Context: an optimization exercise on an open-source flow, tuned for small area, a short achievable clock period and few clock cycles. The choices shown serve that exercise and are no tape-out recipe.
Only the layout flow was run in this run; the RTL was not checked for function there.
Power figures rest on the tool's default switching activity, not on a simulated workload.

<file path="design/flow/run.sh">
#!/bin/bash
# synth_recipe.tcl (not shown) runs the flow's synth.tcl, then flattens the netlist and writes it again
# the make line also repeats each setting of config.mk as NAME=value (left out here)
make -C /OpenROAD-flow-scripts/flow DESIGN_CONFIG=/design/flow/config.mk WORK_HOME=/design/flow/orfs CLKGATE_MAP_FILE= SYNTH_SCRIPT=/design/flow/synth_recipe.tcl finish
</file>
<file path="design/flow/config.mk">
export PLATFORM = sky130hd
export DESIGN_NAME = egs_wfq_port
export DESIGN_NICKNAME = egs_wfq_port
export VERILOG_FILES = /design/flow/design.v
export SDC_FILE = /design/flow/constraint.sdc
export NUM_CORES = 4
export LEC_CHECK = 0
export CAP_MARGIN = 20
export CORE_MARGIN = 2
export CORE_UTILIZATION = 40
export SLEW_MARGIN = 20
</file>
<file path="design/flow/constraint.sdc">
create_clock -name core_clock -period 20.0 [get_ports {clk}]
set_input_delay 4.0000 -clock core_clock [delete_from_list [all_inputs] [get_ports {clk}]]
set_output_delay 4.0000 -clock core_clock [all_outputs]
set_load 0.01 [all_outputs]
</file>
<file path="design/flow/design.v">
module egs_wfq_port (
    input  wire        clk,
    input  wire        rst,
    input  wire        cmd_valid,
    output wire        cmd_ready,
    input  wire [1:0]  cmd_op,
    input  wire [2:0]  cmd_leg,
    input  wire [63:0] cmd_data,      
    input  wire [13:0] cmd_len,       
    input  wire [5:0]  cmd_ovh,       
    input  wire [15:0] cmd_weight,    
    input  wire [19:0] cmd_pir,       
    input  wire [23:0] cmd_pbs,       
    input  wire        cmd_en,        
    output reg         rsp_valid,
    output reg         rsp_found,
    output reg  [2:0]  rsp_leg,
    output reg  [63:0] rsp_tag
);
    localparam OP_PORT = 2'd0;
    localparam OP_CFG  = 2'd1;
    localparam OP_PUSH = 2'd2;
    localparam OP_SEL  = 2'd3;
    localparam ST_IDLE = 2'd0;
    localparam ST_DIV  = 2'd1;
    localparam ST_FIN  = 2'd2;
    localparam ST_PIPE = 2'd3;
    localparam DSTEPS = 4;            
    reg [1:0]  st;
    reg [63:0] vtime;
    reg [5:0]  ovh;
    reg [47:0] tg;                    
    reg [36:0] acc;                   
    reg        en     [0:7];
    reg [15:0] weight [0:7];
    reg [19:0] pir    [0:7];
    reg [23:0] pbs    [0:7];
    reg [36:0] tok    [0:7];          
    reg [47:0] tref   [0:7];          
    reg [63:0] tag    [0:7];
    reg        hv     [0:7];
    reg [14:0] hn     [0:7];          
    reg        syn    [0:7];          
    reg        c_vld;
    reg [1:0]  c_op;
    reg [2:0]  c_leg;
    reg [63:0] c_data;
    reg [13:0] c_len;
    reg [5:0]  c_ovh;
    reg [15:0] c_weight;
    reg [19:0] c_pir;
    reg [23:0] c_pbs;
    reg        c_en;
    assign cmd_ready = !c_vld || (st == ST_IDLE);
    wire accept = cmd_valid && cmd_ready;
    wire go     = c_vld && (st == ST_IDLE);
    reg [7:0]  wmask;                 
    reg        p_cfg;                 
    reg        sel_pend;              
    reg [7:0]  fs_mask;               
    reg        p1_v;
    reg [2:0]  p1_l;
    reg [47:0] p1_dt;
    reg [19:0] p1_pir;
    reg [23:0] p1_pbs;
    reg        p2_v;
    reg [2:0]  p2_l;
    reg [36:0] p2_fill;
    reg        p2_ovf;
    reg [36:0] p2_cap;
    reg [27:0] p2_need;
    reg        bf;
    reg [2:0]  bl;
    reg [63:0] btag;
    reg [36:0] brem;
    reg [51:0] d_a;                   
    reg [19:0] d_den;
    reg [3:0]  d_cnt;
    reg [2:0]  d_leg;
    function automatic earlier(input [63:0] a, input [63:0] b);
        reg [63:0] d;
        begin
            d = b - a;
            earlier = (d != 64'd0) && !d[63];
        end
    endfunction
    function automatic [36:0] x8000(input [23:0] x);
        x8000 = ({13'd0, x} << 13) - ({13'd0, x} << 7) - ({13'd0, x} << 6);
    endfunction
    function automatic [4:0] blen20(input [19:0] x);
        integer j;
        begin
            blen20 = 5'd0;
            for (j = 0; j < 20; j = j + 1)
                if (x[j]) blen20 = j[4:0] + 5'd1;
        end
    endfunction
    function automatic [7:0] lowbit(input [7:0] m);
        lowbit = m & (~m + 8'd1);
    endfunction
    function automatic [2:0] enc8(input [7:0] oh);
        enc8 = {oh[4] | oh[5] | oh[6] | oh[7],
                oh[2] | oh[3] | oh[6] | oh[7],
                oh[1] | oh[3] | oh[5] | oh[7]};
    endfunction
    integer i;
    reg [7:0] en_v, hv_v, syn_v;
    always @* begin
        for (i = 0; i < 8; i = i + 1) begin
            en_v[i]  = en[i];
            hv_v[i]  = hv[i];
            syn_v[i] = syn[i];
        end
    end
    wire any_en = |en_v;
    wire [47:0] e_dt    = c_data[47:0] - tg;
    wire        e_big   = |e_dt[47:37];
    wire [37:0] e_acc   = {1'b0, acc} + {1'b0, e_dt[36:0]};
    wire        e_full  = e_big || e_acc[37];
    wire [7:0]  p0      = en_v & (hv_v | ~syn_v);
    wire        heads   = |(en_v & hv_v);
    wire        go_sel  = go && (c_op == OP_SEL);
    wire        go_cfgf = go && (c_op == OP_CFG) && c_en && en[c_leg] && syn[c_leg];
    wire [7:0]  s0_pick = go_sel ? lowbit(p0) : lowbit(wmask);
    wire [2:0]  s0_l    = go_cfgf ? c_leg : enc8(s0_pick);
    wire        s0_v    = go_cfgf || (go_sel && (p0 != 8'd0)) || (st == ST_PIPE && wmask != 8'd0);
    wire [47:0] s0_t    = go_sel ? c_data[47:0] : tg;
    wire [47:0] s0_dt   = s0_t - tref[s0_l];
    wire [23:0] s0_pbs  = (go_cfgf && c_pbs < pbs[s0_l]) ? c_pbs : pbs[s0_l];
    wire [56:0] s1_prod = p1_dt[36:0] * p1_pir;
    wire        s1_ovf  = (|p1_dt[47:37]) || (|s1_prod[56:37]) || (fs_mask[p1_l] && !p_cfg);
    wire [37:0] s2_sum  = {1'b0, tok[p2_l]} + {1'b0, p2_fill};
    wire        s2_sat  = p2_ovf || (s2_sum > {1'b0, p2_cap});
    wire [36:0] s2_upd  = s2_sat ? p2_cap : s2_sum[36:0];
    wire [37:0] s2_rem  = {1'b0, s2_upd} - {10'd0, p2_need};
    wire        s2_elig = p2_v && !p_cfg && hv[p2_l] && !s2_rem[37];
    wire        s2_take = s2_elig && (!bf || earlier(tag[p2_l], btag));
    wire        nbf     = bf || s2_take;
    wire [2:0]  nbl     = s2_take ? p2_l : bl;
    wire [63:0] nbtag   = s2_take ? tag[p2_l] : btag;
    wire [36:0] nbrem   = s2_take ? s2_rem[36:0] : brem;
    wire        p_last  = (st == ST_PIPE) && (wmask == 8'd0) && !p1_v;
    wire        fin_sel = p_last && sel_pend;
    wire [14:0] dv_n    = {1'b0, c_len} + {9'd0, ovh};
    wire [19:0] dv_den  = (weight[c_leg] != 16'd0) ? {4'd0, weight[c_leg]} : pir[c_leg];
    wire [4:0]  dv_bn   = blen20({5'd0, dv_n});
    wire [4:0]  dv_bd   = blen20(dv_den);
    wire [5:0]  dv_nq0  = {1'b0, dv_bn} + 6'd17 - {1'b0, dv_bd};    
    wire [5:0]  dv_nq   = (dv_nq0[5] || dv_nq0 == 6'd0) ? 6'd0
                        : ((dv_nq0 + (DSTEPS - 1)) / DSTEPS) * DSTEPS;
    wire [51:0] dv_a    = {37'd0, dv_n} << (6'd48 - dv_nq);
    reg [51:0] dstep;
    reg [20:0] dtry;
    integer s;
    always @* begin
        dstep = d_a;
        for (s = 0; s < DSTEPS; s = s + 1) begin
            dtry = {dstep[51:32], dstep[31]} - {1'b0, d_den};
            if (!dtry[20])
                dstep = {dtry[19:0], dstep[30:0], 1'b1};
            else
                dstep = {dstep[50:0], 1'b0};
        end
    end
    wire [63:0] fn_tag0 = tag[d_leg];
    wire [63:0] fn_base = earlier(vtime, fn_tag0) ? fn_tag0 : vtime;
    wire [63:0] fn_tag  = fn_base + {32'd0, d_a[31:0]} + {63'd0, (d_a[51:32] != 20'd0)};
    always @(posedge clk) begin
        if (rst) begin
            st        <= ST_IDLE;
            vtime     <= 64'd0;
            ovh       <= 6'd20;
            tg        <= 48'd0;
            acc       <= 37'd0;
            c_vld     <= 1'b0;
            rsp_valid <= 1'b0;
            rsp_found <= 1'b0;
            rsp_leg   <= 3'd0;
            rsp_tag   <= 64'd0;
            wmask     <= 8'd0;
            p_cfg     <= 1'b0;
            sel_pend  <= 1'b0;
            fs_mask   <= 8'd0;
            p1_v      <= 1'b0;
            p2_v      <= 1'b0;
            bf        <= 1'b0;
            d_cnt     <= 4'd0;
            for (i = 0; i < 8; i = i + 1) begin
                en[i] <= 1'b0;
                hv[i] <= 1'b0;
            end
        end else begin
            rsp_valid <= 1'b0;
            if (accept) begin
                c_vld    <= 1'b1;
                c_op     <= cmd_op;
                c_leg    <= cmd_leg;
                c_data   <= cmd_data;
                c_len    <= cmd_len;
                c_ovh    <= cmd_ovh;
                c_weight <= cmd_weight;
                c_pir    <= cmd_pir;
                c_pbs    <= cmd_pbs;
                c_en     <= cmd_en;
            end else if (go) begin
                c_vld    <= 1'b0;
            end
            p1_v <= s0_v;
            if (s0_v) begin
                p1_l   <= s0_l;
                p1_dt  <= s0_dt;
                p1_pir <= pir[s0_l];
                p1_pbs <= s0_pbs;
            end
            p2_v <= p1_v;
            if (p1_v) begin
                p2_l    <= p1_l;
                p2_fill <= s1_prod[36:0];
                p2_ovf  <= s1_ovf;
                p2_cap  <= x8000(p1_pbs);
                p2_need <= x8000({9'd0, hn[p1_l]});
            end
            if (st == ST_PIPE && wmask != 8'd0)
                wmask <= wmask & ~s0_pick;
            if (p2_v) begin
                tok[p2_l]  <= s2_upd;
                tref[p2_l] <= tg;
                bf   <= nbf;
                bl   <= nbl;
                btag <= nbtag;
                brem <= nbrem;
            end
            if (fin_sel) begin
                rsp_valid <= 1'b1;
                rsp_found <= nbf;
                rsp_leg   <= nbf ? nbl : 3'd0;
                rsp_tag   <= nbf ? nbtag : vtime;
                sel_pend  <= 1'b0;
                if (nbf) begin
                    vtime     <= nbtag;
                    hv[nbl]   <= 1'b0;
                    tok[nbl]  <= nbrem;
                end
            end
            if (p_last)
                st <= ST_IDLE;
            if (go) begin
                case (c_op)
                OP_PORT: begin
                    rsp_valid <= 1'b1;
                    rsp_leg   <= 3'd0;
                    rsp_found <= !any_en;
                    if (!any_en) begin
                        ovh     <= c_ovh;
                        vtime   <= c_data;
                        rsp_tag <= c_data;
                    end else begin
                        rsp_tag <= vtime;
                    end
                end
                OP_CFG: begin
                    rsp_valid      <= 1'b1;
                    rsp_found      <= 1'b1;
                    rsp_leg        <= c_leg;
                    rsp_tag        <= 64'd0;
                    weight[c_leg]  <= c_weight;
                    pir[c_leg]     <= c_pir;
                    pbs[c_leg]     <= c_pbs;
                    en[c_leg]      <= c_en;
                    if (!c_en) begin
                        hv[c_leg] <= 1'b0;
                    end else if (!en[c_leg]) begin
                        tok[c_leg]  <= x8000(c_pbs);
                        tref[c_leg] <= c_data[47:0];
                        tag[c_leg]  <= vtime;
                        hv[c_leg]   <= 1'b0;
                        syn[c_leg]  <= 1'b0;
                    end else if (syn[c_leg]) begin
                        st    <= ST_PIPE;
                        p_cfg <= 1'b1;
                        wmask <= 8'd0;
                    end else if (tok[c_leg] > x8000(c_pbs)) begin
                        tok[c_leg] <= x8000(c_pbs);
                    end
                end
                OP_PUSH: begin
                    if (en[c_leg] && !hv[c_leg]) begin
                        hn[c_leg] <= dv_n;
                        d_leg     <= c_leg;
                        d_den     <= dv_den;
                        d_a       <= dv_a;
                        d_cnt     <= dv_nq[5:2];
                        st        <= (dv_nq == 6'd0) ? ST_FIN : ST_DIV;
                    end else begin
                        rsp_valid <= 1'b1;
                        rsp_found <= 1'b0;
                        rsp_leg   <= c_leg;
                        rsp_tag   <= 64'd0;
                    end
                end
                OP_SEL: begin
                    tg      <= c_data[47:0];
                    acc     <= e_full ? 37'd0 : e_acc[36:0];
                    fs_mask <= e_big ? (en_v & syn_v) : 8'd0;
                    for (i = 0; i < 8; i = i + 1)
                        if (en[i]) syn[i] <= 1'b1;
                    p_cfg   <= 1'b0;
                    bf      <= 1'b0;
                    wmask   <= (p0 & ~lowbit(p0)) | (e_full ? (en_v & ~p0) : 8'd0);
                    if (!heads) begin
                        rsp_valid <= 1'b1;
                        rsp_found <= 1'b0;
                        rsp_leg   <= 3'd0;
                        rsp_tag   <= vtime;
                        sel_pend  <= 1'b0;
                    end else begin
                        sel_pend  <= 1'b1;
                    end
                    if (p0 != 8'd0 || (e_full && any_en))
                        st <= ST_PIPE;
                end
                endcase
            end
            if (st == ST_DIV) begin
                d_a   <= dstep;
                d_cnt <= d_cnt - 4'd1;
                if (d_cnt == 4'd1)
                    st <= ST_FIN;
            end
            if (st == ST_FIN) begin
                st           <= ST_IDLE;
                tag[d_leg]   <= fn_tag;
                hv[d_leg]    <= 1'b1;
                rsp_valid    <= 1'b1;
                rsp_found    <= 1'b1;
                rsp_leg      <= d_leg;
                rsp_tag      <= fn_tag;
            end
        end
    end
endmodule
</file>
==> summary.txt <==
## state kept, by name (all words and copies together), names as in the netlist, 48 cells and up, named ones only
register and count:
tag 512, rsp_tag 64, d_a 52, tref 384
pbs 192, pir 160, weight 128, tok 296
hn 120, vtime 64, btag 64, c_data 64
tg 48, p1_dt 48
## kinds of logic (layout without fill, tap and decap cells)
family                     count (synthesis)  count (layout)  synth area share (%)
muxes                                   1267            1267                  11.2
adders and majority gates               1480            1480                  13.6
xor gates and xnor gates                 490             490                  2.48
AOI/OAI and AO/OA                       3272            3272                  11.9
and+or+nand+nor                         4839            4839                  12.8
other                                      0              10                     0
DFF                                     2598            2598                  43.4
buffers and inverters                   2108            2203                  4.65
## worst min path at each step
stage                     depth (start not counted)         end  slack [ns]  startpoint
after floorplan                                   2  fs_mask[2]        0.42  fs_mask[2]
after global placement                            2  fs_mask[2]        0.43  fs_mask[2]
after detailed placement                          2  fs_mask[2]        0.44  fs_mask[2]
after CTS                                         2  fs_mask[2]        0.45  fs_mask[2]
after global routing                              2  fs_mask[7]        0.48  fs_mask[7]
final                                             2  fs_mask[2]        0.45  fs_mask[2]
## power by group
| group | leakage, nW | internal [mW] | total, mW | switching [mW] |
|---|---|---|---|---|
| registers | 23.0 | 6.17 | 6.31 | 0.138 |
| clock network | 4.55 | 3.03 | 5.35 | 2.32 |
| logic | 43.3 | 4.65 | 11.7 | 7.01 |
## critical path: cells and delay by family, from the launching register on
family | cells | cell delay [ns]
muxes | 3 | 1.30
adders and majority gates | 4 | 1.18
buffers and inverters | 6 | 2.70
AOI/OAI and AO/OA | 23 | 6.55
DFF | 1 | 0.44
and+or+nand+nor | 14 | 3.83
xor gates and xnor gates | 1 | 0.12
## layout make-up
| type | count | share of cell area (%) |
|---|---|---|
| multi-input combinational | 11348 | 47.4 |
| sequential | 2598 | 39.4 |
| clock buffer | 386 | 4.26 |
| tap | 5710 | 3.73 |
| inverter | 1184 | 2.33 |
| timing repair buffer | 483 | 2.30 |
| clock inverter | 150 | 0.614 |
| antenna | 10 | 0.0131 |
## cell usage in the layout, fill, tap and decap left out, types with 405 or more instances in the layout
master,netlist,layout
sky130_fd_sc_hd__nand2_1,2353,2347
sky130_fd_sc_hd__edfxtp_1,2326,2326
sky130_fd_sc_hd__inv_1,1180,1179
sky130_fd_sc_hd__o21ai_0,974,963
sky130_fd_sc_hd__ha_1,798,798
sky130_fd_sc_hd__a21oi_1,741,738
sky130_fd_sc_hd__fa_1,682,682
sky130_fd_sc_hd__nor2_1,701,675
sky130_fd_sc_hd__mux4_2,504,504
sky130_fd_sc_hd__nand3_1,454,454
sky130_fd_sc_hd__mux2i_1,447,447
sky130_fd_sc_hd__and2_1,406,405
## synth_stat cells, types with 85 or more instances
cell type                  count
sky130_fd_sc_hd__and2_1      406
sky130_fd_sc_hd__and3_1      140
sky130_fd_sc_hd__a21o_1      300
sky130_fd_sc_hd__ha_1        798
sky130_fd_sc_hd__buf_1       117
sky130_fd_sc_hd__o22ai_1     107
sky130_fd_sc_hd__nor2_1      701
sky130_fd_sc_hd__mux4_2      504
sky130_fd_sc_hd__nand2_1    2353
sky130_fd_sc_hd__inv_1      1180
sky130_fd_sc_hd__o21a_1      109
sky130_fd_sc_hd__mux2i_1     447
sky130_fd_sc_hd__o21bai_1     88
sky130_fd_sc_hd__a31oi_1     130
sky130_fd_sc_hd__xnor2_1     331
sky130_fd_sc_hd__nand3_1     454
sky130_fd_sc_hd__clkbuf_1    751
sky130_fd_sc_hd__a221oi_1     85
sky130_fd_sc_hd__nand4_1      99
sky130_fd_sc_hd__nor2b_1     156
sky130_fd_sc_hd__xor2_1      159
sky130_fd_sc_hd__o21ai_0     974
sky130_fd_sc_hd__nor3_1      143
sky130_fd_sc_hd__mux2_2      313
sky130_fd_sc_hd__a21oi_1     741
sky130_fd_sc_hd__dfxtp_1     272
sky130_fd_sc_hd__fa_1        682
sky130_fd_sc_hd__nand2b_1    119
sky130_fd_sc_hd__a311oi_1     88
sky130_fd_sc_hd__a211oi_1    191
sky130_fd_sc_hd__edfxtp_1   2326
## layer usage
metal,share of wire [%],GRT usage (%)
met1,41,34.5
met2,45,40.6
met3,7.6,3.35
met4,6.2,13.8
met5,0.0019,0
## metrics by stage
| stage | total power, mW | worst slack (ns) |
|---|---|---|
| 4_1_cts | 23.2 | 3.52 |
| 3_3_place_gp | 17.8 | 3.81 |
| 2_1_floorplan | 14.8 | 3.56 |
| 6_report | 23.3 | 3.35 |
| 5_1_grt | 24.7 | 2.53 |
| 3_5_place_dp | 17.8 | 3.65 |
==> results.sh <==
export IMPL_syn_avg_cell_area_um2=10.8
export IMPL_clk_path_buf_depth=4
export IMPL_post_place_cells=21319
export IMPL_final_hold_violation_count=0
export IMPL_sink_count_of_the_clock_tree=2598
export IMPL_timing_setup_critical_path_class="flop to flop"
export IMPL_r2r_end="tok[6][9]"
export IMPL_rrSetupSlack_ns=3.35
export IMPL_syn_num_nets=17687
export IMPL_wire_length_of_the_first_global_routing_pass_um=841000
export IMPL_synth_seq_cells=2598
export IMPL_initial_utilization_pct=40.2
export IMPL_tritoncts="built"
export IMPL_num_vias=128689
export IMPL_post_cts_resize_count=0
export IMPL_clk_insertion_delay_late_ns=0.96
export IMPL_areaGrowthSynthToFinish_pct=10.4
export IMPL_ys_seq_area_share_pct=43.4
export IMPL_worstHoldPathType="flop to flop"
export IMPL_synth_top_cells_by_area="sky130_fd_sc_hd__edfxtp_1, sky130_fd_sc_hd__fa_1, sky130_fd_sc_hd__mux4_2"
export IMPL_final_total_negative_setup_slack_ns=0
export IMPL_routed_wire_length_per_instance_um=26.3
export IMPL_number_of_antenna_violations_at_the_first_check_in_global_routing=33
export IMPL_final_cell_count_no_fill=21869
export IMPL_fp_coreArea_um2=431000
export IMPL_p_leak_nw=70.9
export IMPL_netlist_area_leader_share_pct=40.3
export IMPL_clk_transition_reported_paths_ns=0.06
export IMPL_buffer_ports_inserted=222
export IMPL_ant_nets=0
export IMPL_cts_buffers=296
export IMPL_yosys_cell_types_count=106
export IMPL_grt_max_degree=146
export IMPL_tightest_slew_ns=1.27
export IMPL_synth_top_area_cell="sky130_fd_sc_hd__edfxtp_1"
export IMPL_totalWireLength_um=576000
export IMPL_fmax_mhz=60.1
export IMPL_netlist_area_um2=173000
export IMPL_design_die_area_um2=439000
export IMPL_cts_max_level=5
export IMPL_setup_worst_path_end="tok[6][9]"
export IMPL_setup_repair_after_global_routing_missed_its_margin="no"
export IMPL_timing_critical_path_from_type="flop"
export IMPL_design_area_um2=191000
export IMPL_count_of_hold_buffers_inserted_by_post_cts_repair=0
export IMPL_crit_required_ns=20.53
export IMPL_path_max_fanout=44
export IMPL_num_nets_final=17544
export IMPL_drt_vias_per_instance=5.88
export IMPL_routabilityCongestion=0.977
export IMPL_asyncSetResetFlopFracSynth_pct=0
export IMPL_route_detailed_drc=0
export IMPL_slew_viol_final=0
export IMPL_postSynth_topFlopCell="sky130_fd_sc_hd__edfxtp_1"
export IMPL_setup_viol=0
export IMPL_detailedPlacementHpwl_um=401000
export IMPL_worst_ep_arrival_time_ns=17.18
export IMPL_num_rows=241
export IMPL_area_sequential_um2=75300
export IMPL_globalRoute_totalOverflow=0
export IMPL_maximum_ir_drop_on_the_vdd_rail_mv=0.722
export IMPL_slowest_delay_ns=0.73
export IMPL_setup_worst_path_end_class="flop"
export IMPL_max_cap_viol_count=0
export IMPL_fp_dieH_um=662
export IMPL_clk_root_buffer_cell="sky130_fd_sc_hd__clkbuf_16"
export IMPL_cpMaxStageDelayCell="sky130_fd_sc_hd__buf_4"
export IMPL_detailedRoute_firstIterationViolations=14044
export IMPL_layout_core_utilization_pct=44.4
export IMPL_final_layout_size_suffix_gt1_share_pct=10.5
export IMPL_reg2reg_depth=51
export IMPL_power_per_cell_area_nw_per_um2=122
export IMPL_number_of_global_route_vias_before_repair=125643
export IMPL_slew_limit_headroom_pct=14.5
export IMPL_final_hold_worst_slack_ns=0.448
export IMPL_io_pins=223
export IMPL_multi_input_gate_area_um2=90700
export IMPL_timing_clock_skew_ns=0.0857
export IMPL_globalRouteTotalUtil_pct=25.7
export IMPL_synthesis_yosys_warnings=1
export IMPL_syn_inst=16054
export IMPL_run_status="timing/DRC/antenna clean"
export IMPL_nFillCells=40323
export IMPL_post_synth_edffs=2326
export IMPL_die_w_um=662
export IMPL_final_worst_path_period_need_ns=16.65
export IMPL_detailedRoute_firstPassIterationCount=8
export IMPL_post_dp_cell_area_um2=182000
export IMPL_postCtsSetupBuffers=0
export IMPL_period_share_pct=83.2

[re-timing with driven ports]
The flow's constraints put no driver on any port. The routed layout listed below was extracted and timed again, unchanged, in two steps.
Step 1 sets driving cells, clkbuf_16 on the clock port and buf_2 on the other inputs (assumed; they add their load-dependent delay and slew).
Step 2 adds t to the input delays and takes it off the output delays; t is the mean of the earliest and latest rising clock arrival at the registers after step 1. Input paths then give back, and output paths get back, about the clock's delay inside the block.
Three values: ideal, step 1, step 2; two values: the first two.
t, ns: 1.045
slack for setup (ns): 3.354 / 3.354 / 3.354
slew at the worst register clock pin (ns): 0.07 / 0.07
cell pins on the clock port's net: 1
After both steps this run still meets setup and hold. For this run, drivers alone change the setup slack by 0.000 ns; drivers and shift together by 0.000 ns.
